From an optimization exercise on the open Yosys and OpenROAD flow, aimed at small area, a short achievable clock period and few clock cycles per item; shortcuts taken in it are not production practice. Only simulation tests tie the RTL to the original design; equivalence was not proved. Power figures rest on the tool's default switching activity, not on a simulated workload.

## wz_fxu
module wz_fxu (
    input  wire        clk,
    input  wire        rst,
    input  wire        in_valid,
    output wire        in_ready,
    input  wire [4:0]  in_op,
    input  wire        in_q,       
    input  wire [1:0]  in_t,       
    input  wire [3:0]  in_x,       
    input  wire [63:0] in_a,
    input  wire [63:0] in_b,
    output reg         out_valid,
    output reg  [63:0] out_data,
    output reg         out_ill
);
clock: 17.0 ns
lec_check: 0
cap_margin: 40
core_margin: 2
core_utilization: 40
place_density: 0.6
slew_margin: 40
synth_hierarchical: 1
standard.sh (not shown) runs the stock make flow with config.mk's settings and CLKGATE_MAP_FILE= SYNTH_SCRIPT=/design/flow/synth_recipe.tcl, a recipe that flattens the netlist after the stock synthesis.
==> flow/flow/run.sh <==
#!/bin/bash
set -euo pipefail
bash standard.sh SETUP_SLACK_MARGIN=12 finish > make.log 2>&1
The starting point passed the timing, DRC and antenna checks.
Testbench counts at the start, summed over its fixed seeds: cycles 12,084, items 12,000.
Change:
--- a/flow/config.mk
+++ b/flow/config.mk
@@ -8 +8 @@
-export CAP_MARGIN = 40
+export CAP_MARGIN = 70
@@ -12 +12 @@
-export SLEW_MARGIN = 40
+export SLEW_MARGIN = 70
Effect:
- via count stays flat
- count of clock-buffer cells in the layout came out higher by 2
- synthesized cell count is unchanged
- utilization came out higher by 1.3 points
- power came out higher by 0.53%
- global-route usage came out lower by 0.33 points
- worst setup slack is worse by 0.0049 ns
- routed wire length came out lower by about 3.4%
- non-clock buffer count came out higher by 59
- final area came out higher by 2.6%
- synthesized area is unchanged

========
job 101:
Another version of the RTL of wz_fxu (not shown whole).
Size in the first run: about 690 flip-flops, roughly 210 I/O pins, ~69,000 um^2 of cells after synthesis.
clock: 17.0 ns
lec_check: 0
abc_clock_period_in_ps: 4000
cap_margin: 70
core_margin: 2
core_utilization: 40
place_density: 0.6
setup_slack_margin: 5
slew_margin: 70
run.sh (not shown) runs the stock make flow with config.mk's settings and CLKGATE_MAP_FILE= SYNTH_SCRIPT=/design/flow/synth_recipe.tcl, a recipe that flattens the netlist after the stock synthesis.
Stock flow here: none of the scripts above is used.
Looking at the reports, job 101 completed the entire flow and the layout it produced met the timing, DRC and antenna checks.
Testbench counts of job 101, summed over its fixed seeds: cycles 12,131, items 12,000.
Here is what was changed in the inputs of job 102 compared with job 101.
- a deleted ABC_CLOCK_PERIOD_IN_PS that had been 4000
- a change of CAP_MARGIN from 70 to 30
- a deleted SETUP_SLACK_MARGIN that had been 5
- a change of SLEW_MARGIN from 70 to 30
==> comparison <==
Job 102 vs job 101: first-pass GRT wire length down slightly. Job 102 vs. job 101: worst slew slack as a fraction of its limit went down by 37 points. Summary of job 102 over job 101: data arrival at the endpoint of the critical path moved up; number of buffer and inverter instances along the worst setup path went down by 3; number of DRC markers in iteration 0 rose 7.6%.
> inputs changed (job 102 -> job 103)
- ABC_CLOCK_PERIOD_IN_PS now 4000, previously not set
- SETUP_SLACK_MARGIN now 5, previously not set
Notes after the runs:
- Timing, DRC, antenna: 0 failures across job 102 and job 103
- Summary of job 103 over job 102: data arrival time of the critical path has remained practically unchanged, sequential cell area share has remained practically unchanged.
- Comparing job 103 against job 102, there is no change at all in instance area after placement.
- Between job 103 and job 102, the residual DRC count figures differ only marginally.
- Die area came out exactly the same in job 102 and job 103.
- From job 102 to job 103, worst relative slew slack did not move at all.
- On time the worst path needs with I/O delays and setup, job 103 tracks job 102 almost exactly.
- Job 103 against job 102: growth of design area from synthesis to finish about even, die span in x about even, final instance area about even, cell count about even.

========
RTL: one of the versions met above, not the one the previous note started from.
Size: roughly 810 flip-flops, about 210 I/O pins, ~65,000 um2 of cells after synthesis.
clock: 17.0 ns
lec_check: 0
cap_margin: 40
core_margin: 2
core_utilization: 40
place_density: 0.6
slew_margin: 40
synth_hierarchical: 1
standard.sh (not shown) runs the stock make flow with config.mk's settings and CLKGATE_MAP_FILE= SYNTH_SCRIPT=/design/flow/synth_recipe.tcl, a recipe that flattens the netlist after the stock synthesis.
==> flow/flow/run.sh <==
#!/bin/bash
set -euo pipefail
bash standard.sh SETUP_SLACK_MARGIN=12.3 finish > make.log 2>&1
Testbench counts at the start, summed over its fixed seeds: cycles 12,084, items 12,000.
Rerun with:
==> flow/flow/run.sh (replaced) <==
#!/bin/bash
set -euo pipefail
bash standard.sh SETUP_SLACK_MARGIN=12 finish > make.log 2>&1
CAP_MARGIN = 30   (was 40)
SLEW_MARGIN = 30   (was 40)
What happened: Clock skew barely changes; synthesized area stays the same; first-iteration DRC count decreases by 3.2%; global-route usage decreases by 2.7 points; final cell count decreases by 2.3%; power decreases by 6.0%; cell area decreases by 4.9%; worst setup slack is better by 0.031 ns.
Rerun with:
CAP_MARGIN = 20   (was 30)
SLEW_MARGIN = 20   (was 30)
First-iteration DRC count shrinks by a few percent.
Clock-buffer cell count grows by 7.
Worst setup slack is better by 0.048 ns.
Synthesized area does not change.
Non-clock buffer count grows by 40.
Hold slack barely changes.
Global-route usage is about the same.
Cell area grows slightly.
Sequential share of layout area is about the same.
Final cell count grows slightly.
Utilization grows by 0.17 points.

-- re-timing with driven ports --
In the flow no input, the clock included, has a driving cell. The finished layouts below were timed again as built, in two steps. Step 1 sets driving cells, clkbuf_16 on the clock port and buf_2 on the other inputs (assumed; they add their load-dependent delay and slew). Step 2 adds t to the input delays and takes it off the output delays; t is the mean of the earliest and latest rising clock arrival at the registers after step 1. Input paths then give back, and output paths get back, about the clock's delay inside the block. Slacks: ideal ports / drivers / drivers and shift; pairs: ideal ports / drivers.
run | t (ns) | slack for setup (ns) | worst hold slack (ns) | worst setup path at the end
the first run of note 1 | 0.804 | 11.846 / 11.846 / 11.163 | 0.290 / 0.290 / 0.290 | input to register
the second run of note 1 | 0.797 | 11.841 / 11.841 / 11.168 | 0.321 / 0.321 / 0.321 | input to register
job 101 | 0.816 | 8.061 / 8.061 / 8.061 | 0.346 / 0.346 / 0.346 | register to register
job 102 | 0.827 | 6.562 / 6.562 / 6.562 | 0.341 / 0.341 / 0.341 | register to register
job 103 | 0.827 | 6.562 / 6.562 / 6.562 | 0.341 / 0.341 / 0.341 | register to register
the first run of note 3 | 0.815 | 11.793 / 11.793 / 11.348 | 0.328 / 0.328 / 0.328 | input to register
the second run of note 3 | 0.792 | 11.824 / 11.824 / 11.185 | 0.327 / 0.327 / 0.327 | input to register
the third run of note 3 | 0.802 | 11.873 / 11.873 / 11.191 | 0.328 / 0.328 / 0.328 | input to register
After both steps every run listed still meets setup and hold. The setup slack of the first run of note 1, which loses most, moves by 0.000 ns with the drivers and by -0.683 ns with both steps.
